What follows belongs to an exercise in optimizing a design on an open flow for small area, a short achievable clock period and few clock cycles per item; a production flow would make more cautious choices.
Function was checked by simulation only, so behaviour that the tests miss may differ from the original.

**design/flow/config.mk**
```make
export PLATFORM = sky130hd
export DESIGN_NAME = cmp_coder
export DESIGN_NICKNAME = cmp_coder
export VERILOG_FILES = /design/flow/design.v
export SDC_FILE = /design/flow/constraint.sdc
export NUM_CORES = 4
export LEC_CHECK = 0
export CAP_MARGIN = 20
export CORE_MARGIN = 2
export CORE_UTILIZATION = 55
export SLEW_MARGIN = 20
```
**design/flow/constraint.sdc**
```tcl
create_clock -name core_clock -period 55.0 [get_ports {clk}]
set_input_delay 11.0000 -clock core_clock [delete_from_list [all_inputs] [get_ports {clk}]]
set_output_delay 11.0000 -clock core_clock [all_outputs]
set_load 0.01 [all_outputs]
```
**design/flow/design.v**
```verilog
module cmp_coder (
    input  wire        clk,
    input  wire        rst,         
    input  wire [1:0]  cfg_fmt,     
    input  wire [1:0]  cfg_type,    
    input  wire        cfg_pred,    
    input  wire [2:0]  cfg_e,       
    input  wire        in_valid,
    output wire        in_ready,
    input  wire [15:0] in_pix,
    input  wire        in_last,
    output reg         out_valid,
    input  wire        out_ready,
    output reg  [31:0] out_data,
    output reg         out_last,
    output wire [15:0] res_len,     
    output wire [15:0] res_npix,    
    output wire [31:0] res_crc      
);
    localparam [31:0] CRC_POLY = 32'h82F6_3B78;    
    reg        rst_r;        
    reg        run;          
    reg        rdy;          
    reg        pend;         
    reg        first_exp;    
    assign in_ready = rdy;
    wire accept = in_valid & rdy;
    reg [1:0] fmt_r;
    reg [1:0] type_r;
    reg       pred_r;
    reg [2:0] e_r;
    wire        is_raw = (type_r == 2'd1);
    wire        is_bnd = (type_r == 2'd3);
    wire [15:0] maxv   = (fmt_r == 2'd0) ? 16'h03FF : (fmt_r == 2'd1) ? 16'h0FFF : 16'hFFFF;
    wire [15:0] half   = (fmt_r == 2'd0) ? 16'h0200 : (fmt_r == 2'd1) ? 16'h0800 : 16'h8000;
    wire [2:0]  ee     = is_bnd ? e_r : 3'd0;           
    wire [3:0]  w      = {ee, 1'b1};                    
    reg        s0_v, s0_last, s0_first, s0_i1;
    reg [15:0] s0_pix;
    reg [1:0]  cnt;           
    always @(posedge clk) begin
        rst_r <= rst;
        if (rst_r) begin
            s0_v      <= 1'b0;
            first_exp <= 1'b1;
        end else if (run) begin
            s0_v     <= accept;
            s0_pix   <= in_pix;
            s0_last  <= in_last;
            s0_first <= first_exp;
            s0_i1    <= !first_exp && (cnt == 2'd1);
            if (accept) begin
                first_exp <= in_last;
                cnt       <= first_exp ? 2'd1 : (cnt == 2'd2) ? 2'd2 : cnt + 2'd1;
            end
        end
        if (rdy && first_exp) begin
            fmt_r  <= cfg_fmt;
            type_r <= cfg_type;
            pred_r <= cfg_pred;
            e_r    <= cfg_e;
        end
    end
    reg [15:0] x1, x2;        
    wire [15:0] x  = s0_pix & maxv;
    wire        i1 = s0_i1;
    wire [15:0] xp = s0_first ? half : (pred_r && !i1) ? x2 : x1;
    wire [1:0]  asel = s0_first ? 2'd0 : (pred_r && !i1) ? 2'd2 : 2'd1;
    wire [16:0] dd    = {1'b0, x} - {1'b0, xp};
    wire        sgn_c = (fmt_r == 2'd0) ? dd[9] : (fmt_r == 2'd1) ? dd[11] : dd[15];
    wire        sgn   = is_bnd ? dd[16] : sgn_c;
    wire [15:0] dabs  = (dd[15:0] ^ {16{sgn}}) + {15'd0, sgn};
    wire [15:0] mag   = is_bnd ? dabs : (dabs & maxv);
    function [5:0] dstep;
        input [3:0] r;
        input [1:0] bits;
        input [2:0] e;
        reg [5:0] t, w1, w2, w3;
        reg [6:0] d1, d2, d3;
        begin
            t  = {r, bits};
            w1 = {2'b00, e, 1'b1};
            w2 = {1'b0, e, 2'b10};
            w3 = {1'b0, e, 2'b10} + {2'b00, e, 1'b1};
            d1 = {1'b0, t} - {1'b0, w1};     
            d2 = {1'b0, t} - {1'b0, w2};     
            d3 = {1'b0, t} - {1'b0, w3};
            if (!d3[6])      dstep = {2'd3, d3[3:0]};
            else if (!d2[6]) dstep = {2'd2, d2[3:0]};
            else if (!d1[6]) dstep = {2'd1, d1[3:0]};
            else             dstep = {2'd0, t[3:0]};
        end
    endfunction
    reg [3:0]  r1;
    reg [5:0]  q1;
    integer i;
    always @(*) begin
        r1 = 4'd0;
        for (i = 2; i >= 0; i = i - 1)
            {q1[2*i+1 -: 2], r1} = dstep(r1, mag[2*i+11 -: 2], ee);
    end
    reg        s1_v, s1_last, s1_first, s1_sgn;
    reg [1:0]  s1_asel;
    reg [3:0]  s1_r;
    reg [15:0] s1_q;          
    always @(posedge clk) begin
        if (rst_r) begin
            s1_v <= 1'b0;
        end else if (run) begin
            s1_v     <= s0_v;
            s1_last  <= s0_last;
            s1_first <= s0_first;
            s1_sgn   <= sgn;
            s1_asel  <= asel;
            s1_r     <= r1;
            s1_q     <= {q1, mag[9:0]};
            if (s0_v) begin
                x2  <= x1;
                x1  <= x;
            end
        end
    end
    reg [3:0]  r2;
    reg [9:0]  q2;
    always @(*) begin
        r2 = s1_r;
        for (i = 4; i >= 0; i = i - 1)
            {q2[2*i+1 -: 2], r2} = dstep(r2, s1_q[2*i+1 -: 2], ee);
    end
    reg        s2_v, s2_last, s2_first, s2_sgn;
    reg [1:0]  s2_asel;
    reg [3:0]  s2_r;
    reg [15:0] s2_q;
    always @(posedge clk) begin
        if (rst_r) begin
            s2_v <= 1'b0;
        end else if (run) begin
            s2_v     <= s1_v;
            s2_last  <= s1_last;
            s2_first <= s1_first;
            s2_sgn   <= s1_sgn;
            s2_asel  <= s1_asel;
            s2_r     <= r2;
            s2_q     <= {s1_q[15:10], q2};
        end
    end
    reg signed [3:0] adj1, adj2;    
    reg [1:0]  ctx;                 
    reg [21:0] a_r [0:3];
    reg [5:0]  n_r [0:3];
    reg [3:0]  cused;               
    reg [13:0] npix;
    wire [15:0] x3 = s1_v ? x2 : x1;
    wire signed [3:0] adjp = (s2_asel == 2'd0) ? 4'sd0 : (s2_asel == 2'd1) ? adj1 : adj2;
    wire signed [5:0] tt   = $signed({2'b00, s2_r}) + (s2_sgn ? -{{2{adjp[3]}}, adjp} : {{2{adjp[3]}}, adjp});
    wire        corr = (tt > $signed({3'b000, ee}));
    wire signed [5:0] sp   = corr ? tt - $signed({2'b00, w}) : tt;    
    wire signed [5:0] s    = s2_sgn ? -sp : sp;                       
    wire [15:0] hu  = x3 - {{10{s[5]}}, s};
    wire [15:0] top = ~x3 & maxv;                                     
    wire        lo  = !s[5] && (x3[15:3] == 13'd0) && (x3[2:0] < s[2:0]);
    wire        hi  = s[5] && (top[15:3] == 13'd0) && ({1'b0, top[2:0]} < -s[3:0]);
    wire [15:0] h   = lo ? 16'd0 : hi ? maxv : hu;
    wire signed [3:0] adjn = lo ? $signed(x3[3:0]) : hi ? $signed(x3[3:0] - maxv[3:0]) : s[3:0];
    reg  [16:0] all1, all0;         
    integer ib;
    always @(*) begin
        all1[0] = 1'b1;
        all0[0] = 1'b1;
        for (ib = 1; ib <= 16; ib = ib + 1) begin
            all1[ib] = all1[ib-1] & s2_q[ib-1];
            all0[ib] = all0[ib-1] & ~s2_q[ib-1];
        end
    end
    wire        qz   = all0[16];
    wire        incq = corr & ~s2_sgn;
    wire        decq = ~corr & s2_sgn & ~qz;
    wire [14:0] mhi  = s2_q[14:0] ^ (({15{incq}} & all1[14:0]) | ({15{decq}} & all0[14:0]));
    wire [15:0] m    = {mhi, corr ? s2_sgn : (s2_sgn & ~qz)};
    wire [21:0] a_c = cused[ctx] ? a_r[ctx] : 22'd4;
    wire [5:0]  n_c = cused[ctx] ? n_r[ctx] : 6'd1;
    function lt6;
        input [5:0] a;
        input [5:0] b;
        integer i;
        reg r, e;
        begin
            r = 1'b0;
            e = 1'b1;
            for (i = 5; i >= 0; i = i - 1) begin
                r = r | (e & ~a[i] & b[i]);
                e = e & ~(a[i] ^ b[i]);
            end
            lt6 = r;
        end
    endfunction
    reg  [16:0] kok;
    reg  [22:0] hz;                 
    reg  [22:0] lz;                 
    integer kk;
    always @(*) begin
        hz[22] = 1'b1;
        for (kk = 21; kk >= 0; kk = kk - 1) hz[kk] = hz[kk+1] & ~a_c[kk];
        lz[0] = 1'b1;
        for (kk = 1; kk <= 22; kk = kk + 1) lz[kk] = lz[kk-1] & ~a_c[kk-1];
        for (kk = 0; kk <= 16; kk = kk + 1)
            kok[kk] = hz[kk+6] && (lt6(a_c[kk +: 6], n_c) || ((a_c[kk +: 6] == n_c) && lz[kk]));
    end
    reg  [4:0]  k;
    always @(*) begin
        k = 5'd16;
        for (kk = 16; kk >= 0; kk = kk - 1)
            if (kok[kk]) k = kk[4:0];
    end
    wire [4:0] b3 = (fmt_r == 2'd0) ? 5'd10 : (fmt_r == 2'd1) ? 5'd12 : 5'd16;
    function [31:0] zsh;
        input [31:0] c;
        input integer n;
        integer j;
        reg [31:0] cc;
        begin
            cc = c;
            for (j = 0; j < n; j = j + 1)
                cc = cc[0] ? ((cc >> 1) ^ CRC_POLY) : (cc >> 1);
            zsh = cc;
        end
    endfunction
    reg  [31:0] crc;          
    reg  [2:0]  cbits;        
    wire [31:0] crc_in = s2_first ? 32'd0 : crc;
    wire [2:0]  cb_in  = s2_first ? 3'd0 : cbits;
    wire [2:0]  cb_new = cb_in + b3[2:0];
    wire [31:0] u10 = zsh(crc_in ^ {16'd0, h}, 10);
    wire [31:0] u12 = zsh(u10, 2);
    wire [31:0] u14 = zsh(u12, 2);
    wire [31:0] u16 = zsh(u14, 2);
    wire [31:0] o32 = 32'hFFFF_FFFF;
    wire [4:0]  nsh = s2_last ? (b3 + {2'b00, 3'd0 - cb_new}) : b3;
    reg  [31:0] crc_new;
    always @(*) begin
        case (nsh)
            5'd10:   crc_new = u10 ^ zsh(o32, 10) ^ o32;
            5'd12:   crc_new = u12 ^ zsh(o32, 12) ^ o32;
            5'd14:   crc_new = u14 ^ zsh(o32, 14) ^ o32;
            default: crc_new = u16 ^ zsh(o32, 16) ^ o32;
        endcase
    end
    assign res_crc = crc;
    reg        s3_v, s3_last, s3_first, s3_raw;
    reg [1:0]  s3_fmt;
    reg [15:0] s3_m;          
    reg [4:0]  s3_k;
    integer j3;
    always @(posedge clk) begin
        if (rst_r) begin
            s3_v <= 1'b0;
            ctx   <= 2'd0;
            adj1  <= 4'sd0;
            adj2  <= 4'sd0;
            cused <= 4'd0;
        end else if (run) begin
            s3_v     <= s2_v;
            s3_last  <= s2_last;
            s3_first <= s2_first;
            s3_raw   <= is_raw;
            s3_fmt   <= fmt_r;
            s3_m     <= is_raw ? h : m;
            s3_k     <= k;
            if (s2_v) begin
                crc   <= crc_new;
                cbits <= cb_new;
                npix  <= s2_first ? 14'd1 : npix + 14'd1;
                adj2  <= adj1;
                adj1  <= is_bnd ? adjn : 4'sd0;
                ctx   <= (m == 16'd0) ? 2'd0 :
                         (m[15:2] == 14'd0 && !(m[1] && m[0])) ? 2'd1 :
                         (m[15:4] == 12'd0 && !(&m[3:0])) ? 2'd2 : 2'd3;
                if (!is_raw) begin
                    cused[ctx] <= 1'b1;
                    if (&n_c) begin
                        a_r[ctx] <= (a_c + {6'd0, m}) >> 1;
                        n_r[ctx] <= 6'd32;
                    end else begin
                        a_r[ctx] <= a_c + {6'd0, m};
                        n_r[ctx] <= n_c + 6'd1;
                    end
                end
                if (s2_last) begin
                    ctx   <= 2'd0;
                    cused <= 4'd0;
                end
            end
        end
    end
    assign res_npix = {2'b00, npix};
    wire [4:0] b4 = (s3_fmt == 2'd0) ? 5'd10 : (s3_fmt == 2'd1) ? 5'd12 : 5'd16;
    wire [15:0] mask4 = (s3_fmt == 2'd0) ? 16'h03FF : (s3_fmt == 2'd1) ? 16'h0FFF : 16'hFFFF;
    wire [15:0] qv    = s3_m >> s3_k;
    wire        esc   = (|qv[15:5]) | (qv[4] & qv[3]);
    reg  [16:0] ww;
    reg  [4:0]  uu;
    reg  [5:0]  clen;
    always @(*) begin
        if (s3_raw) begin
            ww   = {1'b0, ~s3_m & mask4};
            uu   = 5'd0;
            clen = {1'b0, b4};
        end else if (esc) begin
            ww   = {1'b0, ~s3_m & mask4};
            uu   = 5'd24;
            clen = 6'd24 + {1'b0, b4};
        end else begin
            ww   = {(~s3_m & ~(16'hFFFF << s3_k)), 1'b1};
            uu   = qv[4:0];
            clen = {1'b0, qv[4:0]} + 6'd1 + {1'b0, s3_k};
        end
    end
    reg [71:0] acc;           
    reg [6:0]  nbits;
    reg [15:0] nbytes;        
    reg        flushing;      
    wire        ins  = run && s3_v;
    wire [5:0]  sh   = nbits[5:0] + {1'b0, uu};
    wire [71:0] clr  = {55'd0, (ins ? ww : 17'd0)} << sh;
    wire [71:0] accI = acc & ~clr;
    wire [6:0]  nbI  = nbits + (ins ? {1'b0, clen} : 7'd0);
    wire endblk    = flushing || (ins && s3_last);    
    wire want      = endblk ? (nbI != 7'd0) : (nbI[6] | nbI[5]);
    wire take      = want && (!out_valid || out_ready);
    wire take_last = endblk && (nbI <= 7'd32);
    wire [6:0]  nb_t  = take_last ? 7'd0 : nbI - 7'd32;
    wire [6:0]  nb_n  = take ? nb_t : nbI;
    wire        ov_n  = want || (out_valid && !out_ready);
    wire [6:0]  lsum  = {4'd0, nbits[2:0]} + {1'b0, clen} + (s3_last ? 7'd7 : 7'd0);
    assign res_len = nbytes;
    wire pend_n  = (run && s2_v && s2_last) ? 1'b1 :
                   (out_valid && out_ready && out_last) ? 1'b0 : pend;
    wire s0v_n   = run ? accept : s0_v;
    wire s1v_n   = run ? s0_v : s1_v;
    wire s2v_n   = run ? s1_v : s2_v;
    wire s2f_n   = run ? s1_first : s2_first;
    wire fexp_n  = accept ? in_last : first_exp;
    wire ok_t    = (nb_t <= 7'd32);
    wire ok_k    = (nbI <= 7'd32);
    wire pack_ok = take ? ok_t : ok_k;
    wire hold3   = s2v_n && s2f_n && pend_n;
    wire run_n   = pack_ok && !hold3;
    wire rdy_n   = run_n && !(fexp_n && (s0v_n || s1v_n));
    always @(posedge clk) begin
        if (rst) begin
            run       <= 1'b0;
            rdy       <= 1'b0;
            out_valid <= 1'b0;
        end else if (rst_r) begin
            run       <= 1'b1;
            rdy       <= 1'b1;
            out_valid <= 1'b0;
        end else begin
            run       <= run_n;
            rdy       <= rdy_n;
            out_valid <= ov_n;
        end
        if (rst_r) begin
            acc      <= {72{1'b1}};
            nbits    <= 7'd0;
            flushing <= 1'b0;
            pend     <= 1'b0;
        end else begin
            acc      <= take ? {32'hFFFF_FFFF, accI[71:32]} : accI;
            nbits    <= nb_n;
            pend     <= pend_n;
            if (ins && s3_last) flushing <= 1'b1;
            if (take && take_last) flushing <= 1'b0;
        end
        if (take) begin
            out_data <= take_last ? (accI[31:0] & ~(32'hFFFF_FFFF << nbI[5:0])) : accI[31:0];
            out_last <= take_last;
        end
        if (ins) begin
            nbytes <= (s3_first ? 16'd0 : nbytes) + {12'd0, lsum[6:3]};
        end
    end
endmodule
```
**design/flow/flow/run.sh**
```bash
#!/bin/bash
set -uo pipefail
export SETUP_SLACK_MARGIN=43
export CTS_ARGS="-sink_clustering_enable -repair_clock_nets -sink_clustering_size 34 -sink_clustering_max_diameter 80 -dont_use_dummy_load -sink_clustering_levels 1"
bash standard.sh > standard.log 2>&1
```
**design/flow/standard.sh**
```bash
#!/bin/bash
# synth_recipe.tcl (not shown) runs the flow's synth.tcl, then flattens the netlist and writes it again
# the make line also repeats each setting of config.mk as NAME=value (left out here)
make -C /OpenROAD-flow-scripts/flow DESIGN_CONFIG=/design/flow/config.mk WORK_HOME=/design/flow/orfs CLKGATE_MAP_FILE= SYNTH_SCRIPT=/design/flow/synth_recipe.tcl "${@:-finish}"
```
==> flow_summary.yaml, run 1 <==
yosys:
  synth_cells: 3605
  synth_area_um2: 34000
  yosysUniqueCellTypes: 111
  yosys-top-cells-area: "edfxtp_1 31%, ha_1 6.6%, dfxtp_1 6.2%, xnor2_1 6.2%, nand2_1 4.1%"
  synthArstFlopShare_pct: 0
  synth_ff_type: "edfxtp_1"
  yosysTopAreaCell: "edfxtp_1"
  synth_seq_area_share_pct: 36.9
  synth_edf_count: 347
  synth_top_area_share_pct: 30.6
  synth.avg_cell_area_um2: 9.44
  ys_ff_latch: 453
  synth.yosys.warnings: 1
setup_path:
  cp_slowest_cell: "edfxtp_1"
  path_delay_family: "flip-flops"
  worst-path-buf-inv: 1
  worstPathCellList: "buf_2"
  startpoint_type: "register"
  worst_setup_path_end_kind: "primary output"
  path_max_fanout: 3
  cp_slowest_stage_delay_ns: 0.44
  worstPathArrival_ns: 1.24
  path_class: "register to primary output"
  worstPathRequired_ns: 44.00
run_status:
  status: "finished clean"
drt:
  drcViolationCount: 0
  via_per_inst: 6.18
  final_antenna_net_count: 0
  wirelength_um: 93300
  drt_iter0_markers: 2368
  routed-via-count: 27904
  first_pass_iters: 6
  wl_per_cell_um: 20.6
placed_design:
  hpwl_um: 67700
  place_congestion: 0.923
  portBuffers: 125
clock_tree:
  cts_sinks: 453
  clock_latency_ns: 0.64
  cts_root_buf: "clkbuf_16"
  cts_tree: "built"
  ctsHtreeMaxLevel: 1
  cts_buffers: 31
  clk_pin_slew_ns: 0.11
  clk_path_buf_depth: 3
cells_and_area:
  areaGrowthSynthToFinish_pct: 9.70
  post-route-util_pct: 60.7
  n_fill_cell: 5298
  layout.nets: 3963
  drive_gt1_share_pct: 12.3
global_route:
  grt_overflow_total: 0
  antenna_found_initial: 1
  grt_max_degree: 73
  grt_pass1_wl_um: 147000
  first_global_vias: 26902
  track_usage_pct: 28.7
sta:
  min_period_ns: 12.24
  rsz0062_at_grt: "true"
  finClkSkew_ns: 0.0607
  fmax_mhz: 81.7
  report.final.slew_viol_count: 0
  setup_tns_ns: 0
  worstMarginPinSlew_ns: 1.06
  period_share_pct: 22.3
  relSlewSlack_pct: 27.6
  finalHoldViolCount: 0
  finalSetupViolCount: 0
floorplan:
  fp.coreArea_um2: 61500
  initial_core_util_pct: 55.3
  io_pins: 128
  die_x_um: 253
  fp.dieArea_um2: 63900
  dieHeight_um: 253
  fp-row-count: 91
hold_path:
  hold_path.class: "register to register"
flow_run:
  max_cap_viol_count: 0
## cells by family (layout without fill, tap and decap cells)
logic type / count (synthesis) / in the layout / synth area share, %
compound gates: 899 / 899 / 17.0
fa+ha+maj: 260 / 260 / 9.73
mux: 162 / 162 / 6.28
simple gates: 1131 / 1132 / 15.9
other cells: 1 / 3 / 0.0110
buf+inv: 338 / 458 / 3.81
xor+xnor: 361 / 361 / 10.4
flops: 453 / 453 / 36.9
## layout by cell type, fill, tap and decap left out, types with 74 or more instances in the layout
master / synthesis / routed
ha_1: 179 / 177
a21oi_1: 268 / 264
edfxtp_1: 347 / 347
buf_4: 5 / 118
o21ai_0: 183 / 179
xor2_1: 85 / 84
mux2i_1: 78 / 77
buf_2: 6 / 91
nand2_1: 375 / 373
dfxtp_1: 106 / 102
xnor2_1: 242 / 240
nor3_1: 78 / 74
nor2_1: 291 / 289
inv_1: 166 / 164
## cell type report
| cell class | instances | area, um2 | area share, % |
|---|---|---|---|
| sequential | 453 | 12500 | 33.6 |
| tap | 790 | 988 | 2.65 |
| clock buffer | 31 | 776 | 2.08 |
| inverter | 173 | 666 | 1.78 |
| antenna | 1 | 2.50 | 0.00671 |
| timing repair inverter | 1 | 8.76 | 0.0235 |
| multi-input combinational | 2816 | 20400 | 54.6 |
| timing repair buffer | 253 | 1940 | 5.20 |
## routing by layer
metal	track usage (%)	part of all wire (%)
met5	0	0
met4	7.46	2.6
met3	2.37	5.0
met2	48.7	48
met1	39.6	44
## final timing paths
kind	end	cells after the start	startpoint	slack, ns
worst max-delay path	res_npix[12]	1	npix[12]$_SDFFCE_PP0P_	42.76
worst min-delay path	s2_last$_DFFE_PP_	0	s1_last$_DFFE_PP_	0.39
worst max register to register	s1_r[3]$_DFFE_PP_	51	pred_r$_DFFE_PP_	43.43
worst min register to register	s2_last$_DFFE_PP_	0	s1_last$_DFFE_PP_	0.39
## timing repair
item | 4_1_cts | 5_1_grt
endpoints found under the setup margin | 209 | 159
resized for setup | 420 | 27
gates cloned | 6 | 1
hold buffers | 0 | 0
pin swaps | 3 | 4
buffers inserted | 42 | 22
## sequential cells by signal (all words and copies together) (netlist names), 24 cells and up, named ones only
name      flops
a_r          88
acc          72
crc          32
out_data     32
n_r          24
## through the flow
stage	std cells	setup slack (ns)	hold WS (ns)	area [um2]
after floorplan	3606	42.83	0.400	34100
after global placement	4414	41.49	0.403	36100
after detailed placement	4414	41.47	0.405	36100
after CTS	4493	42.71	0.387	37000
after global routing	4518	42.69	0.391	37300
final	4518	42.76	0.391	37300
## synth_stat cells (all sizes together), types with 20 or more instances
cell type	instances
nand2	375
edfxtp	347
nor2	292
a21oi	270
xnor2	257
o21ai	196
ha	179
inv	167
clkbuf	132
dfxtp	106
xor2	94
mux2i	78
nor3	78
a21o	61
or3	60
nor2b	57
maj3	55
nand3	50
mux2	48
nand2b	47
and2	42
a31oi	40
o211ai	38
o22ai	37
mux4	36
buf	33
a211oi	32
o21bai	28
nor4	27
fa	26
nand4	23
and3	20
o221ai	20
Testbench counts, summed over its fixed seeds: cycles 138,779, pixels 137,713.
==> run 2: changes to the inputs <==
==> design/flow/flow/run.sh (replaced) <==
#!/bin/bash
set -uo pipefail
export SETUP_SLACK_MARGIN=43
bash standard.sh > standard.log 2>&1
--- a/design/flow/config.mk
+++ b/design/flow/config.mk
@@ -9,3 +9,5 @@
 export CORE_MARGIN = 2
 export CORE_UTILIZATION = 55
+export CTS_CLUSTER_DIAMETER = 80
+export CTS_CLUSTER_SIZE = 34
 export SLEW_MARGIN = 20
==> flow_summary.yaml, run 2 <==
setup_path:
  path_delay_family: "flip-flops"
  path_class: "register to primary output"
  worst_setup_path_end_kind: "primary output"
  path_max_fanout: 2
  worst-path-buf-inv: 1
  worstPathArrival_ns: 1.27
  worstPathCellList: "buf_2"
  cp_slowest_stage_delay_ns: 0.46
  worstPathRequired_ns: 44.00
  cp_slowest_cell: "edfxtp_1"
  ff2ff_setup_slack_ns: 43.47
  startpoint_type: "register"
drt:
  via_per_inst: 6.16
  wirelength_um: 93500
  first_pass_iters: 6
  wl_per_cell_um: 20.6
  routed-via-count: 28008
  drt_iter0_markers: 2355
  drcViolationCount: 0
  final_antenna_net_count: 0
cells_and_area:
  final_cell_mix: "373 x nand2_1, 347 x edfxtp_1, 289 x nor2_1"
  multi_input_area_um2: 20400
  drive_gt1_share_pct: 13.1
  n_fill_cell: 5226
  layout.nets: 3967
  areaGrowthSynthToFinish_pct: 11.1
  final_common_cell: "nand2_1"
  largest_reg_flops: 88
  largest-register: "a_r"
  instances_no_fill: 4548
  reg.largest.list: "a_r (88), acc (72)"
  seqCellArea_um2: 12500
yosys:
  synth_seq_area_share_pct: 36.9
  synth_top_area_share_pct: 30.6
  synth_edf_count: 347
  yosysUniqueCellTypes: 111
  ys_top_cells_by_count: "375 x nand2_1, 347 x edfxtp_1, 291 x nor2_1"
  yosysMostFrequentCell: "nand2_1"
  synthArstFlopShare_pct: 0
  yosys-top-cells-area: "edfxtp_1 31%, ha_1 6.6%, dfxtp_1 6.2%, xnor2_1 6.2%, nand2_1 4.1%"
  ys_ff_latch: 453
  synth.avg_cell_area_um2: 9.44
  synth_area_um2: 34000
  synth.yosys.warnings: 1
  synth_cells: 3605
  synth_ff_type: "edfxtp_1"
  yosysTopAreaCell: "edfxtp_1"
sta:
  min_period_ns: 12.27
  finClkSkew_ns: 0.0377
  fmax_mhz: 81.5
  layout_setup_ws_ns: 42.73
  holdWs_ns: 0.424
  relSlewSlack_pct: 29.0
  worstMarginPinSlew_ns: 1.06
  rsz0062_at_grt: "true"
  report.final.slew_viol_count: 0
  finalSetupViolCount: 0
  period_share_pct: 22.3
  setup_tns_ns: 0
  finalHoldViolCount: 0
global_route:
  grt_pass1_wl_um: 148000
  use_met1_pct: 39.7
  grtUsageMet3_pct: 2.41
  grt_overflow_total: 0
  first_global_vias: 27003
  grt_use_met2_pct: 48.7
  grt_busiest_layer: "met2"
  track_usage_pct: 28.8
  antenna_found_initial: 1
  grt_max_degree: 73
clock_tree:
  clock_latency_ns: 0.65
  holdBufCountCts: 0
  clk_path_buf_depth: 3
  clk_pin_slew_ns: 0.10
  cts_root_buf: "clkbuf_16"
  cts_buffers: 31
  ctsHtreeMaxLevel: 1
  cts_tree: "built"
  cts_sinks: 453
placed_design:
  hpwl_um: 67700
  portBuffers: 125
  dpl.cell_count: 4414
  place_ws_ns: 41.47
  place_congestion: 0.923
floorplan:
  fp.coreArea_um2: 61500
  fp-row-count: 91
  initial_core_util_pct: 55.3
  fp.dieArea_um2: 63900
  die_x_um: 253
  io_pins: 128
  dieHeight_um: 253
flow_run:
  max_cap_viol_count: 0
run_status:
  status: "finished clean"
hold_path:
  hold_path.class: "register to register"
[run 2: cell count changes in the layout (fill, tap and decap cells not counted), moves of 3 or more]
cell       previous run  this run
clkinv_16             0         5
clkinv_8              0         6
buf_4               118       123
inv_12                0         5
inv_6                 1         4
inv_16                1         5
[run 2: kinds of logic (layout without fill, tap and decap cells)]
group | count (synthesis) | count (layout) | synth area share, %
AND/OR/NAND/NOR | 1131 | 1132 | 15.9
AO/OA/AOI/OAI | 899 | 899 | 17.0
flip-flops | 453 | 453 | 36.9
XOR/XNOR | 361 | 361 | 10.4
buffers and inverters | 338 | 488 | 3.81
adder cells (fa/ha/maj) | 260 | 260 | 9.73
multiplexers | 162 | 162 | 6.28
other | 1 | 3 | 0.0110
[run 2: area by class of cell]
type / instances / share of cell area, %
clock inverters: 25 / 1.19
flip-flops and latches: 453 / 33.2
repair buffers: 257 / 5.20
diodes: 1 / 0.00662
well taps: 790 / 2.61
inverters: 173 / 1.76
clock buffers: 32 / 2.06
repair inverters: 1 / 0.0232
multi-input cells: 2816 / 53.9
[run 2: timing repair]
| item | in CTS | in global routing |
|---|---|---|
| setup endpoints to repair | 208 | 147 |
| gates resized for setup | 421 | 27 |
| buffers inserted | 42 | 26 |
| pin swaps | 2 | 4 |
| cloned | 6 | 1 |
[run 2: stage by stage]
step                area [um2]  util, %
detailed placement       36100     58.8
CTS                      37500     60.9
floorplan                34100        -
finish                   37800     61.5
global placement         36100     58.8
global route             37800     61.5
[run 2: final timing paths]
path | startpoint | cells after the start | to
max reg2reg | fmt_r[0]$_DFFE_PP_ | 46 | s1_r[3]$_DFFE_PP_
min | s1_q[10]$_SDFFCE_PN1P_ | 0 | s2_q[10]$_DFFE_PP_
min reg2reg | s1_q[10]$_SDFFCE_PN1P_ | 0 | s2_q[10]$_DFFE_PP_
max | crc[7]$_DFFE_PP_ | 1 | res_crc[7]
[run 2: metal layers]
metal	vias up	part of all wire, %	routed length [um]
li1	13396	-	-
met1	13588	44	41500
met2	836	48	44500
met3	188	5.1	4790
met4	0	2.9	2690
met5	-	0	0
==> run 3: changes to the inputs <==
==> design/flow/run.sh (new file) <==
#!/bin/bash
# synth_recipe.tcl (not shown) runs the flow's synth.tcl, then flattens the netlist and writes it again
# the make line also repeats each setting of config.mk as NAME=value (left out here)
make -C /OpenROAD-flow-scripts/flow DESIGN_CONFIG=/design/flow/config.mk WORK_HOME=/design/flow/orfs CLKGATE_MAP_FILE= SYNTH_SCRIPT=/design/flow/synth_recipe.tcl finish
removed: design/flow/flow/run.sh
removed: design/flow/standard.sh
==> flow_summary.yaml, run 3 <==
sta:
  period_share_pct: 23.2
  relSlewSlack_pct: 27.1
  finalHoldViolCount: 0
  worstMarginPinSlew_ns: 1.07
  report.final.slew_viol_count: 0
  finClkSkew_ns: 0.0467
  rsz0062_at_grt: "false"
  fmax_mhz: 78.3
  min_period_ns: 12.77
  setup_tns_ns: 0
  finalSetupViolCount: 0
  holdWs_ns: 0.423
clock_tree:
  clock_latency_ns: 0.65
  holdBufCountCts: 0
  cts_sinks: 453
  ctsHtreeMaxLevel: 1
  cts_resized: 0
  post_cts_buffers: 0
  cts_tree: "built"
  cts_buffers: 29
  clk_path_buf_depth: 3
  clk_pin_slew_ns: 0.10
  cts_root_buf: "clkbuf_16"
cells_and_area:
  fin_area_um2: 37200
  largest-register: "a_r"
  multi_input_area_um2: 20200
  largest_reg_flops: 88
  post-route-util_pct: 60.5
  n_fill_cell: 5251
  drive_gt1_share_pct: 7.68
  layout.nets: 3884
  final_common_cell: "nand2_1"
  diodes: 0
  seqCellArea_um2: 12500
  final_cell_mix: "375 x nand2_1, 347 x edfxtp_1, 290 x nor2_1"
  reg.largest.list: "a_r (88), acc (72)"
  areaGrowthSynthToFinish_pct: 9.28
placed_design:
  dpl_cell_area_um2: 36100
  place_congestion: 0.927
  hpwl_um: 67300
  portBuffers: 125
global_route:
  first_global_vias: 26653
  antenna_found_initial: 0
  grt_pass1_wl_um: 145000
  track_usage_pct: 28.2
  grt_max_degree: 76
  grt_overflow_total: 0
yosys:
  yosys-top-cells-area: "edfxtp_1 31%, ha_1 6.6%, dfxtp_1 6.2%, xnor2_1 6.2%, nand2_1 4.1%"
  synth_ff_type: "edfxtp_1"
  synth_area_um2: 34000
  yosysMostFrequentCell: "nand2_1"
  synth_edf_count: 347
  ys_top_cells_by_count: "375 x nand2_1, 347 x edfxtp_1, 291 x nor2_1"
  synth.yosys.warnings: 1
  ys_ff_latch: 453
  synth_seq_area_share_pct: 36.9
  synth_cells: 3605
  synth_top_area_share_pct: 30.6
  synthArstFlopShare_pct: 0
  yosysUniqueCellTypes: 111
  synth.avg_cell_area_um2: 9.44
  yosysTopAreaCell: "edfxtp_1"
floorplan:
  io_pins: 128
  fp-row-count: 91
  fp.coreArea_um2: 61500
  initial_core_util_pct: 55.3
  die_x_um: 253
  fp.dieArea_um2: 63900
  dieHeight_um: 253
drt:
  drcViolationCount: 0
  first_pass_iters: 6
  wl_per_cell_um: 20.4
  routed-via-count: 27416
  via_per_inst: 6.14
  drt_iter0_markers: 2097
  final_antenna_net_count: 0
  wirelength_um: 91100
setup_path:
  cp_slowest_stage_delay_ns: 0.64
  worst-path-buf-inv: 4
  worstPathCellList: "clkdlybuf4s50_1 -> nand2b_1 -> nand2b_1 -> buf_4 -> inv_2 -> buf_4 -> nor2_1 -> or3_1"
  worstPathRequired_ns: 55.53
  cp_slowest_cell: "buf_4"
  path_class: "input port to register"
  worst_setup_path_end_kind: "register"
  path_max_fanout: 75
  path_delay_family: "buffers and inverters"
  worstPathArrival_ns: 13.30
  startpoint_type: "input port"
flow_run:
  max_cap_viol_count: 0
run_status:
  status: "finished clean"
hold_path:
  hold_path.class: "register to register"
==> run 3: cells by family (layout without fill, tap and decap cells) <==
kind of cell	count (synthesis)	after routing	share of synthesized area, %
compound gates	899	899	17.0
flops	453	453	36.9
simple gates	1131	1131	15.9
mux	162	162	6.28
buf+inv	338	405	3.81
fa+ha+maj	260	260	9.73
other cells	1	2	0.0110
xor+xnor	361	361	10.4
==> run 3: metrics by stage <==
step / worst slack [ns] / cells
floorplan: 41.48 / 3606
global placement: 41.63 / 4409
detailed placement: 41.60 / 4409
CTS: 42.25 / 4463
global route: 41.37 / 4463
finish: 42.23 / 4463
==> run 3: layout make-up <==
class / instances / area share [%]
Inverter: 173 / 1.75
Multi-Input combinational cell: 2815 / 54.5
Sequential cell: 453 / 33.7
Clock buffer: 29 / 1.95
Timing Repair Buffer: 178 / 4.44
Tap cell: 790 / 2.66
Clock inverter: 25 / 1.01
==> run 3: worst register-to-register path, delay by kind of cell, from the launching register on <==
family | cells | cell delay (ns)
flip-flops | 1 | 0.34
buffers and inverters | 5 | 0.69
AO/OA/AOI/OAI | 19 | 4.85
XOR/XNOR | 1 | 0.18
adder cells (fa/ha/maj) | 6 | 1.81
multiplexers | 1 | 0.30
AND/OR/NAND/NOR | 20 | 4.22
==> run 3: final timing paths <==
kind / startpoint / to / slack (ns) / depth (start not counted)
hold reg to reg: s1_q[10]$_SDFFCE_PN1P_ / s2_q[10]$_DFFE_PP_ / 0.42 / 0
hold / removal: s1_q[10]$_SDFFCE_PN1P_ / s2_q[10]$_DFFE_PP_ / 0.42 / 0
setup / recovery: out_ready / acc[25]$_SDFF_PP1_ / 42.23 / 8
setup reg to reg: s0_i1$_DFFE_PP_ / s1_r[1]$_DFFE_PP_ / 42.37 / 52
==> run 3: per-layer routing <==
metal | track usage [%] | routed length, um
met5 | 0 | 0
met4 | 7.42 | 2320
met3 | 2.30 | 4560
met2 | 48.0 | 43700
met1 | 38.9 | 40600
==> run 4: changes to the inputs <==
==> design/flow/flow/run.sh (new file) <==
#!/bin/bash
set -uo pipefail
export SETUP_SLACK_MARGIN=43
export CTS_ARGS="-sink_clustering_enable -repair_clock_nets -sink_clustering_size 34 -sink_clustering_max_diameter 80 -dont_use_dummy_load -distance_between_buffers 400 -branching_point_buffers_distance 400"
bash standard.sh > standard.log 2>&1
==> design/flow/standard.sh (new file) <==
#!/bin/bash
# synth_recipe.tcl (not shown) runs the flow's synth.tcl, then flattens the netlist and writes it again
# the make line also repeats each setting of config.mk as NAME=value (left out here)
make -C /OpenROAD-flow-scripts/flow DESIGN_CONFIG=/design/flow/config.mk WORK_HOME=/design/flow/orfs CLKGATE_MAP_FILE= SYNTH_SCRIPT=/design/flow/synth_recipe.tcl "${@:-finish}"
--- a/design/flow/config.mk
+++ b/design/flow/config.mk
@@ -9,5 +9,3 @@
 export CORE_MARGIN = 2
 export CORE_UTILIZATION = 55
-export CTS_CLUSTER_DIAMETER = 80
-export CTS_CLUSTER_SIZE = 34
 export SLEW_MARGIN = 20
removed: design/flow/run.sh
==> flow_summary.yaml, run 4 <==
setup_path:
  worstPathRequired_ns: 44.00
  cp_slowest_stage_delay_ns: 0.44
  path_delay_family: "flip-flops"
  worst-path-buf-inv: 1
  worstPathCellList: "buf_2"
  cp_slowest_cell: "edfxtp_1"
  worstPathArrival_ns: 1.24
  path_class: "register to primary output"
  startpoint_type: "register"
  path_max_fanout: 3
  worst_setup_path_end_kind: "primary output"
clock_tree:
  cts_root_buf: "clkbuf_16"
  clock_latency_ns: 0.64
  ctsHtreeMaxLevel: 1
  cts_tree: "built"
  clk_pin_slew_ns: 0.11
  cts_sinks: 453
  cts_buffers: 31
  clk_path_buf_depth: 3
floorplan:
  fp.dieArea_um2: 63900
  die_x_um: 253
  fp.coreArea_um2: 61500
  initial_core_util_pct: 55.3
  dieHeight_um: 253
  io_pins: 128
  fp-row-count: 91
yosys:
  synth_top_area_share_pct: 30.6
  yosys-top-cells-area: "edfxtp_1 31%, ha_1 6.6%, dfxtp_1 6.2%, xnor2_1 6.2%, nand2_1 4.1%"
  synth_edf_count: 347
  yosysMostFrequentCell: "nand2_1"
  synth.avg_cell_area_um2: 9.44
  yosysUniqueCellTypes: 111
  synth_seq_area_share_pct: 36.9
  synth.yosys.warnings: 1
  ys_ff_latch: 453
  synth_cells: 3605
  ys_top_cells_by_count: "375 x nand2_1, 347 x edfxtp_1, 291 x nor2_1"
  yosysTopAreaCell: "edfxtp_1"
  synth_area_um2: 34000
  synth_ff_type: "edfxtp_1"
  synthArstFlopShare_pct: 0
placed_design:
  portBuffers: 125
  place_congestion: 0.923
  hpwl_um: 67700
drt:
  drt_iter0_markers: 2368
  first_pass_iters: 6
  routed-via-count: 27904
  wl_per_cell_um: 20.6
  via_per_inst: 6.18
  drcViolationCount: 0
  wirelength_um: 93300
  final_antenna_net_count: 0
cells_and_area:
  n_fill_cell: 5298
  final_cell_mix: "373 x nand2_1, 347 x edfxtp_1, 289 x nor2_1"
  final_common_cell: "nand2_1"
  reg.largest.list: "a_r (88), acc (72)"
  layout.nets: 3963
  largest_reg_flops: 88
  drive_gt1_share_pct: 12.3
  seqCellArea_um2: 12500
  largest-register: "a_r"
  areaGrowthSynthToFinish_pct: 9.70
  multi_input_area_um2: 20400
hold_path:
  hold_path.class: "register to register"
sta:
  report.final.slew_viol_count: 0
  finalHoldViolCount: 0
  finalSetupViolCount: 0
  period_share_pct: 22.3
  setup_tns_ns: 0
  relSlewSlack_pct: 27.6
  fmax_mhz: 81.7
  rsz0062_at_grt: "true"
  min_period_ns: 12.24
  worstMarginPinSlew_ns: 1.06
  finClkSkew_ns: 0.0607
  holdWs_ns: 0.391
global_route:
  grt_max_degree: 73
  grt_overflow_total: 0
  antenna_found_initial: 1
  track_usage_pct: 28.7
  first_global_vias: 26902
  grt_pass1_wl_um: 147000
run_status:
  status: "finished clean"
flow_run:
  max_cap_viol_count: 0
run 4: repair_timing:
item                       in CTS  in global routing
cloned                          6                  1
resized for setup             420                 27
hold buffers                    0                  0
pin swaps                       3                  4
buffers inserted               42                 22
setup endpoints to repair     209                159
run 4: final timing paths:
check                           slack [ns]                   start                end  depth (start not counted)
worst max-delay path                 42.76  npix[12]$_SDFFCE_PP0P_       res_npix[12]                          1
worst min-delay path                  0.39       s1_last$_DFFE_PP_  s2_last$_DFFE_PP_                          0
worst max register to register       43.43        pred_r$_DFFE_PP_  s1_r[3]$_DFFE_PP_                         51
worst min register to register        0.39       s1_last$_DFFE_PP_  s2_last$_DFFE_PP_                          0
run 4: layout make-up:
cell class              count  area share [%]
multi-input cells        2816            54.6
repair inverters            1          0.0235
repair buffers            253            5.20
inverters                 173            1.78
diodes                      1         0.00671
flip-flops and latches    453            33.6
well taps                 790            2.65
clock buffers              31            2.08
run 4: kinds of logic (layout without fill, tap and decap cells):
logic type | after synthesis | count (layout) | share of synthesized area [%]
AO/OA/AOI/OAI | 899 | 899 | 17.0
XOR/XNOR | 361 | 361 | 10.4
adder cells (fa/ha/maj) | 260 | 260 | 9.73
buffers and inverters | 338 | 458 | 3.81
flip-flops | 453 | 453 | 36.9
multiplexers | 162 | 162 | 6.28
other | 1 | 3 | 0.0110
AND/OR/NAND/NOR | 1131 | 1132 | 15.9
run 4: metrics by stage:
step                      utilization (%)  instances  worst slack [ns]  cell area, um2
after floorplan                         -       3606             42.83           34100
after global placement               58.8       4414             41.49           36100
after detailed placement             58.8       4414             41.47           36100
after CTS                            60.2       4493             42.71           37000
after global routing                 60.7       4518             42.69           37300
final                                60.7       4518             42.76           37300
run 4: layer usage:
layer / routed length [um] / GRT usage, %
met5: 0 / 0
met4: 2450 / 7.46
met3: 4640 / 2.37
met2: 44700 / 48.7
met1: 41500 / 39.6
==> run 5: changes to the inputs <==
==> design/flow/flow/run.sh (replaced) <==
#!/bin/bash
set -uo pipefail
export SETUP_SLACK_MARGIN=43
export CTS_ARGS="-sink_clustering_enable -repair_clock_nets -sink_clustering_size 24 -sink_clustering_max_diameter 50 -dont_use_dummy_load -balance_levels"
bash standard.sh > standard.log 2>&1
==> flow_summary.yaml, run 5 <==
run_status:
  status: "finished clean"
floorplan:
  fp.coreArea_um2: 61500
  dieHeight_um: 253
  fp-row-count: 91
  fp.dieArea_um2: 63900
  io_pins: 128
  die_x_um: 253
  initial_core_util_pct: 55.3
sta:
  min_period_ns: 12.22
  finalHoldViolCount: 0
  relSlewSlack_pct: 29.6
  period_share_pct: 22.2
  setup_tns_ns: 0
  holdWs_ns: 0.381
  fmax_mhz: 81.9
  worstMarginPinSlew_ns: 1.05
  finalSetupViolCount: 0
  report.final.slew_viol_count: 0
  finClkSkew_ns: 0.0679
  rsz0062_at_grt: "true"
cells_and_area:
  reg.largest.list: "a_r (88), acc (72)"
  largest-register: "a_r"
  final_common_cell: "nand2_1"
  drive_gt1_share_pct: 12.9
  largest_reg_flops: 88
  final_cell_mix: "373 x nand2_1, 347 x edfxtp_1, 288 x nor2_1"
  areaGrowthSynthToFinish_pct: 11.5
  n_fill_cell: 5238
  seqCellArea_um2: 12500
  layout.nets: 3989
  multi_input_area_um2: 20400
  post-route-util_pct: 61.7
  fin_area_um2: 37900
  diodes: 0
clock_tree:
  cts_sinks: 453
  cts_tree: "built"
  clk_path_buf_depth: 3
  cts_buffers: 54
  holdBufCountCts: 0
  cts_root_buf: "clkbuf_16"
  clock_latency_ns: 0.62
  ctsHtreeMaxLevel: 2
  clk_pin_slew_ns: 0.07
yosys:
  yosysMostFrequentCell: "nand2_1"
  yosys-top-cells-area: "edfxtp_1 31%, ha_1 6.6%, dfxtp_1 6.2%, xnor2_1 6.2%, nand2_1 4.1%"
  synthArstFlopShare_pct: 0
  synth_seq_area_share_pct: 36.9
  synth_top_area_share_pct: 30.6
  ys_ff_latch: 453
  synth_ff_type: "edfxtp_1"
  synth_edf_count: 347
  synth_cells: 3605
  yosysTopAreaCell: "edfxtp_1"
  synth_area_um2: 34000
  yosysUniqueCellTypes: 111
  synth.avg_cell_area_um2: 9.44
  synth.yosys.warnings: 1
  ys_top_cells_by_count: "375 x nand2_1, 347 x edfxtp_1, 291 x nor2_1"
drt:
  drt_iter0_markers: 2234
  drcViolationCount: 0
  wl_per_cell_um: 20.6
  routed-via-count: 28200
  via_per_inst: 6.21
  first_pass_iters: 6
  wirelength_um: 93800
  final_antenna_net_count: 0
global_route:
  grt_overflow_total: 0
  track_usage_pct: 28.9
  grt_pass1_wl_um: 148000
  grt_max_degree: 73
  antenna_found_initial: 0
  first_global_vias: 27085
setup_path:
  worstPathCellList: "buf_2"
  path_max_fanout: 2
  path_delay_family: "flip-flops"
  worst_setup_path_end_kind: "primary output"
  path_class: "register to primary output"
  worstPathRequired_ns: 44.00
  cp_slowest_stage_delay_ns: 0.42
  worst-path-buf-inv: 1
  worstPathArrival_ns: 1.21
  cp_slowest_cell: "edfxtp_1"
  startpoint_type: "register"
hold_path:
  hold_path.class: "register to register"
flow_run:
  max_cap_viol_count: 0
placed_design:
  portBuffers: 125
  hpwl_um: 67700
  place_congestion: 0.923
  dpl_cell_area_um2: 36100
-- run 5: cell counts after synthesis --
Identical to the previous run, type by type.
-- run 5: worst reg2reg max path: cells and delay by family, from the launching register on --
kind / cells / cell delay, ns
AND/OR/NAND/NOR: 19 / 3.84
AO/OA/AOI/OAI: 17 / 3.47
adder cells (fa/ha/maj): 7 / 2.35
buffers and inverters: 5 / 0.74
flip-flops: 1 / 0.39
XOR/XNOR: 2 / 0.38
multiplexers: 1 / 0.27
-- run 5: area by class of cell --
| type | count | share of cell area [%] |
|---|---|---|
| multi-input combinational | 2816 | 53.8 |
| sequential | 453 | 33.1 |
| timing repair buffer | 256 | 5.19 |
| clock buffer | 54 | 3.56 |
| tap | 790 | 2.61 |
| inverter | 173 | 1.76 |
| timing repair inverter | 1 | 0.0231 |
-- run 5: worst paths after layout --
check	start	to	slack, ns	cells after the start
worst max-delay path	npix[9]$_SDFFCE_PP0P_	res_npix[9]	42.79	1
worst min-delay path	s1_last$_DFFE_PP_	s2_last$_DFFE_PP_	0.38	0
worst max register to register	pred_r$_DFFE_PP_	s1_r[3]$_DFFE_PP_	43.41	51
worst min register to register	s1_last$_DFFE_PP_	s2_last$_DFFE_PP_	0.38	0
-- run 5: per-stage QoR --
stage                     std cells  setup WS [ns]
after global placement         4414          41.49
after global routing           4543          42.69
after CTS                      4515          42.74
after detailed placement       4414          41.47
final                          4543          42.79
after floorplan                3606          42.83
-- run 5: kinds of logic (layout without fill, tap and decap cells) --
kind of cell	after synthesis	count (layout)	share of synthesized area (%)
other	1	2	0.0110
and+or+nand+nor	1131	1132	15.9
xor gates and xnor gates	361	361	10.4
muxes	162	162	6.28
adders and majority gates	260	260	9.73
AOI/OAI and AO/OA	899	899	17.0
buffers and inverters	338	484	3.81
DFF	453	453	36.9
-- run 5: per-layer routing --
layer / share of wire (%) / wire, um / up-vias / track usage [%]
met5: 0 / 0 / - / 0
met4: 2.7 / 2570 / 0 / 8.01
met3: 5.4 / 5080 / 180 / 3.38
met2: 48 / 44600 / 935 / 48.7
met1: 44 / 41500 / 13642 / 39.5
li1: - / - / 13443 / -
-- run 5: repair_timing --
action                     4_1_cts  5_1_grt
gates resized for setup        422       28
gates cloned                     6        2
setup endpoints to repair      209      187
setup buffers                   41       25
pin swaps                        3        4
==> run 6: changes to the inputs <==
==> design/flow/flow/run.sh (replaced) <==
#!/bin/bash
set -uo pipefail
export SETUP_SLACK_MARGIN=43
export CTS_ARGS="-sink_clustering_enable -repair_clock_nets -sink_clustering_size 40 -sink_clustering_max_diameter 70 -dont_use_dummy_load -balance_levels"
bash standard.sh > standard.log 2>&1
==> flow_summary.yaml, run 6 <==
sta:
  finalSetupViolCount: 0
  worstMarginPinSlew_ns: 1.07
  report.final.slew_viol_count: 0
  finClkSkew_ns: 0.0892
  holdWs_ns: 0.379
  min_period_ns: 12.18
  setup_tns_ns: 0
  finalHoldViolCount: 0
  fmax_mhz: 82.1
  rsz0062_at_grt: "true"
  relSlewSlack_pct: 28.3
  period_share_pct: 22.1
placed_design:
  portBuffers: 125
  dpl.cell_count: 4414
  place_congestion: 0.923
  hpwl_um: 67700
yosys:
  synth_top_area_share_pct: 30.6
  synth_cells: 3605
  synthArstFlopShare_pct: 0
  synth.avg_cell_area_um2: 9.44
  synth.area.mux_share_pct: 6.28
  ys_top_cells_by_count: "375 x nand2_1, 347 x edfxtp_1, 291 x nor2_1"
  synth_seq_area_share_pct: 36.9
  synth_top_family_by_area: "compound AO/OA/AOI/OAI gates"
  ys_ff_latch: 453
  yosysUniqueCellTypes: 111
  yosysMostFrequentCell: "nand2_1"
  synth-simple-area-share_pct: 15.9
  synth_area_um2: 34000
  synth_compound_area_share_pct: 17.0
  synth.yosys.warnings: 1
  synth_ff_type: "edfxtp_1"
  synth-xor-area-share_pct: 10.4
  synth_edf_count: 347
  yosys-top-cells-area: "edfxtp_1 31%, ha_1 6.6%, dfxtp_1 6.2%, xnor2_1 6.2%, nand2_1 4.1%"
  yosysTopAreaCell: "edfxtp_1"
  synthAdderAreaFrac_pct: 9.73
setup_path:
  worstPathRequired_ns: 44.00
  path_max_fanout: 2
  startpoint_type: "register"
  r2r_end: "s1_r[3]$_DFFE_PP_"
  worst-path-buf-inv: 1
  reg2reg_from: "fmt_r[0]$_DFFE_PP_"
  cp_slowest_cell: "edfxtp_1"
  path_class: "register to primary output"
  worst_setup_path_end_kind: "primary output"
  ff2ff_setup_slack_ns: 43.52
  ff2ff_path_depth: 46
  worstPathCellList: "buf_2"
  cp_slowest_stage_delay_ns: 0.43
  path_delay_family: "flip-flops"
  worstPathArrival_ns: 1.18
clock_tree:
  cts_root_buf: "clkbuf_16"
  clock_latency_ns: 0.61
  cts_sinks: 453
  cts_tree: "built"
  cts_buffers: 36
  ctsHtreeMaxLevel: 2
  clk_pin_slew_ns: 0.10
  clk_path_buf_depth: 3
floorplan:
  initial_core_util_pct: 55.3
  fp-row-count: 91
  fp.coreArea_um2: 61500
  dieHeight_um: 253
  die_x_um: 253
  fp.dieArea_um2: 63900
  io_pins: 128
drt:
  drcViolationCount: 0
  via_per_inst: 6.17
  wl_per_cell_um: 20.7
  wirelength_um: 93700
  drt_iter0_markers: 2473
  final_antenna_net_count: 0
  first_pass_iters: 5
  routed-via-count: 27916
cells_and_area:
  n_fill_cell: 5272
  final_common_cell: "nand2_1"
  drive_gt1_share_pct: 12.7
  diodes: 0
  largest_reg_flops: 88
  final_cell_mix: "372 x nand2_1, 347 x edfxtp_1, 289 x nor2_1"
  seqCellArea_um2: 12500
  reg.largest.list: "a_r (88), acc (72)"
  multi_input_area_um2: 20400
  layout.nets: 3974
  areaGrowthSynthToFinish_pct: 10.2
  instances_no_fill: 4528
  largest-register: "a_r"
flow_run:
  max_cap_viol_count: 0
hold_path:
  min_to: "s2_last$_DFFE_PP_"
  hold_start: "s1_last$_DFFE_PP_"
  hold_depth: 0
  hold_path.class: "register to register"
global_route:
  antenna_found_initial: 0
  grt_max_degree: 73
  grt_overflow_total: 0
  grt_pass1_wl_um: 148000
  track_usage_pct: 29.0
  first_global_vias: 27011
run_status:
  status: "finished clean"
-- run 6: cell counts after synthesis --
No cell type changed its count.
-- run 6: final cells by class --
| type | count | area share (%) |
|---|---|---|
| repair buffers | 258 | 5.28 |
| inverters | 173 | 1.78 |
| clock buffers | 36 | 2.40 |
| repair inverters | 2 | 0.0467 |
| multi-input cells | 2816 | 54.4 |
| well taps | 790 | 2.64 |
| flip-flops and latches | 453 | 33.5 |
-- run 6: per-layer routing --
layer / GRT usage (%) / part of all wire (%)
met4: 8.59 / 2.8
met3: 2.41 / 5.1
met1: 39.8 / 44
met5: 0 / 0
met2: 49.1 / 48
-- run 6: cell families (layout without fill, tap and decap cells) --
| group | after synthesis | in the layout |
|---|---|---|
| AO/OA/AOI/OAI | 899 | 899 |
| XOR/XNOR | 361 | 361 |
| adder cells (fa/ha/maj) | 260 | 260 |
| buffers and inverters | 338 | 469 |
| flip-flops | 453 | 453 |
| multiplexers | 162 | 162 |
| other | 1 | 2 |
| AND/OR/NAND/NOR | 1131 | 1132 |
-- run 6: how the worst max path moves through the flow --
stage                                   from               endpoint  depth (start not counted)
after detailed placement           out_ready     acc[21]$_SDFF_PP1_                          8
final                     out_last$_DFFE_PP_               out_last                          1
after floorplan                    out_ready  out_data[0]$_DFFE_PP_                          7
after global placement             out_ready     acc[31]$_SDFF_PP1_                          9
after global routing        pred_r$_DFFE_PP_      s1_r[3]$_DFFE_PP_                         51
after CTS                   crc[9]$_DFFE_PP_             res_crc[9]                          1
-- run 6: metrics by stage --
step / utilization [%] / cell area [um2] / worst slack (ns)
floorplan: - / 34100 / 42.83
global placement: 58.8 / 36100 / 41.49
detailed placement: 58.8 / 36100 / 41.47
CTS: 60.4 / 37200 / 42.80
global route: 61.0 / 37500 / 42.77
finish: 61.0 / 37500 / 42.82
-- run 6: repair_timing --
item | in CTS | in global routing
pin swaps | 4 | 5
resized for setup | 422 | 28
setup buffers | 45 | 24
hold buffers | 0 | 0
hold endpoints to repair | 0 | 0
cloned | 7 | 1
setup endpoints to repair | 209 | 162
==> run 7: changes to the inputs <==
==> design/flow/flow/run.sh (replaced) <==
#!/bin/bash
set -uo pipefail
export SETUP_SLACK_MARGIN=43
export CTS_ARGS="-sink_clustering_enable -repair_clock_nets -sink_clustering_size 30 -sink_clustering_max_diameter 60 -dont_use_dummy_load -balance_levels -root_buf sky130_fd_sc_hd__clkbuf_16 -tree_buf sky130_fd_sc_hd__clkbuf_16 -buf_list sky130_fd_sc_hd__clkbuf_16"
bash standard.sh > standard.log 2>&1
==> flow_summary.yaml, run 7 <==
drt:
  final_antenna_net_count: 0
  drt_iter0_markers: 2314
  wirelength_um: 93300
  first_pass_iters: 5
  wl_per_cell_um: 20.6
  routed-via-count: 27923
  via_per_inst: 6.17
  drcViolationCount: 0
cells_and_area:
  diodes: 0
  drive_gt1_share_pct: 12.6
  final_cell_mix: "372 x nand2_1, 347 x edfxtp_1, 289 x nor2_1"
  areaGrowthSynthToFinish_pct: 10.3
  largest_reg_flops: 88
  layout.nets: 3973
  instances_no_fill: 4527
  final_common_cell: "nand2_1"
  reg.largest.list: "a_r (88), acc (72)"
  largest-register: "a_r"
sta:
  relSlewSlack_pct: 31.1
  min_period_ns: 12.17
  worstMarginPinSlew_ns: 1.01
  rsz0062_at_grt: "true"
  report.final.slew_viol_count: 0
  layout_setup_ws_ns: 42.83
  finalSetupViolCount: 0
  finalHoldViolCount: 0
  finClkSkew_ns: 0.0789
  setup_tns_ns: 0
  period_share_pct: 22.1
  fmax_mhz: 82.2
yosys:
  synthArstFlopShare_pct: 0
  yosys-top-cells-area: "edfxtp_1 31%, ha_1 6.6%, dfxtp_1 6.2%, xnor2_1 6.2%, nand2_1 4.1%"
  synth_top_area_share_pct: 30.6
  yosysUniqueCellTypes: 111
  synth_ff_type: "edfxtp_1"
  yosysTopAreaCell: "edfxtp_1"
  synth.yosys.warnings: 1
  synth_seq_area_share_pct: 36.9
  synth_area_um2: 34000
  yosysMostFrequentCell: "nand2_1"
  ys_top_cells_by_count: "375 x nand2_1, 347 x edfxtp_1, 291 x nor2_1"
  synth_edf_count: 347
  synth_cells: 3605
  synth.avg_cell_area_um2: 9.44
  ys_ff_latch: 453
placed_design:
  dpl.cell_count: 4414
  portBuffers: 125
  hpwl_um: 67700
  place_congestion: 0.923
  place_ws_ns: 41.47
clock_tree:
  cts_buffers: 38
  cts_root_buf: "clkbuf_16"
  ctsHtreeMaxLevel: 2
  clk_path_buf_depth: 3
  holdBufCountCts: 0
  cts_tree: "built"
  cts_sinks: 453
  clock_latency_ns: 0.60
  clk_pin_slew_ns: 0.07
setup_path:
  startpoint_type: "register"
  path_max_fanout: 2
  worst-path-buf-inv: 1
  worstPathRequired_ns: 44.00
  worstPathCellList: "buf_2"
  ff2ff_setup_slack_ns: 43.49
  cp_slowest_cell: "edfxtp_1"
  worst_setup_path_end_kind: "primary output"
  ff2ff_path_depth: 51
  reg2reg_from: "pred_r$_DFFE_PP_"
  path_delay_family: "flip-flops"
  path_class: "register to primary output"
  cp_slowest_stage_delay_ns: 0.44
  r2r_end: "s1_r[3]$_DFFE_PP_"
  worstPathArrival_ns: 1.17
floorplan:
  initial_core_util_pct: 55.3
  fp-row-count: 91
  fp.dieArea_um2: 63900
  fp.coreArea_um2: 61500
  die_x_um: 253
  dieHeight_um: 253
  io_pins: 128
hold_path:
  min_to: "s2_last$_DFFE_PP_"
  hold_depth: 0
  hold_start: "s1_last$_DFFE_PP_"
  hold_path.class: "register to register"
run_status:
  status: "finished clean"
global_route:
  grt_pass1_wl_um: 148000
  antenna_found_initial: 0
  grt_overflow_total: 0
  track_usage_pct: 28.9
  grt_max_degree: 73
  first_global_vias: 26910
flow_run:
  max_cap_viol_count: 0
==> run 7: how the worst max path moves through the flow <==
| stage | from | endpoint | cells past startpoint |
|---|---|---|---|
| after floorplan | out_ready | out_data[0]$_DFFE_PP_ | 7 |
| after CTS | crc[9]$_DFFE_PP_ | res_crc[9] | 1 |
| after detailed placement | out_ready | acc[21]$_SDFF_PP1_ | 8 |
| after global routing | pred_r$_DFFE_PP_ | s1_r[3]$_DFFE_PP_ | 51 |
| after global placement | out_ready | acc[31]$_SDFF_PP1_ | 9 |
| final | crc[9]$_DFFE_PP_ | res_crc[9] | 1 |
==> run 7: layer usage <==
metal | vias up | part of all wire [%] | GRT usage [%]
met3 | 170 | 5.5 | 3.42
met5 | - | 0 | 0
li1 | 13395 | - | -
met4 | 0 | 2.7 | 7.54
met2 | 867 | 48 | 48.7
met1 | 13491 | 44 | 39.5
==> run 7: repair_timing <==
item,4_1_cts,5_1_grt
resized for setup,422,27
buffers inserted,43,23
pin swaps,3,5
cloned,7,1
endpoints found under the hold margin,0,0
setup endpoints to repair,209,165
==> run 7: metrics by stage <==
step / hold WS (ns) / utilization, % / instance area [um2]
floorplan: 0.400 / - / 34100
global placement: 0.403 / 58.8 / 36100
detailed placement: 0.405 / 58.8 / 36100
CTS: 0.396 / 60.5 / 37200
global route: 0.403 / 61.0 / 37500
finish: 0.395 / 61.0 / 37500
==> run 7: area by class of cell <==
| class | instances | area [um2] |
|---|---|---|
| inverters | 173 | 666 |
| multi-input cells | 2816 | 20400 |
| flip-flops and latches | 453 | 12500 |
| repair inverters | 2 | 17.5 |
| fillers | 5275 | 24000 |
| repair buffers | 255 | 1960 |
| well taps | 790 | 988 |
| clock buffers | 38 | 951 |
==> run 7: cells by family after synthesis <==
logic type | share of synthesized area [%]
XOR/XNOR | 10.4
flip-flops | 36.9
buffers and inverters | 3.81
multiplexers | 6.28
other | 0.0110
adder cells (fa/ha/maj) | 9.73
AND/OR/NAND/NOR | 15.9
AO/OA/AOI/OAI | 17.0

==> separate check: timing with driven ports <==
The results above use ideal ports. As a check the final layouts listed here were re-extracted and re-timed, cells and wires unchanged. Step 1, drivers: a clkbuf_16 drives clk and a buf_2 each remaining input, both assumed. Step 2, shift: input delay + t, output delay - t, t = (earliest + latest rising clock arrival at the registers) / 2. This alone moves slack from input paths to output paths. Slacks: ideal / step 1 / step 2; pairs: ideal / step 1.
| run | t, ns | setup WS [ns] | worst slew at a driven data input, ns |
|---|---|---|---|
| run 1 | 0.676 | 42.758 / 42.691 / 42.653 | 0.07 |
| run 2 | 0.693 | 42.731 / 42.665 / 42.653 | 0.07 |
| run 3 | 0.691 | 42.235 / 42.211 / 41.582 | 0.06 |
| run 4 | 0.676 | 42.758 / 42.691 / 42.653 | 0.07 |
| run 5 | 0.654 | 42.785 / 42.720 / 42.681 | 0.06 |
| run 6 | 0.635 | 42.819 / 42.752 / 42.653 | 0.07 |
| run 7 | 0.626 | 42.828 / 42.763 / 42.620 | 0.06 |
After both steps setup and hold are still met in every run listed. The setup slack of run 3, which loses most, moves by -0.024 ns with the drivers and by -0.653 ns with both steps.
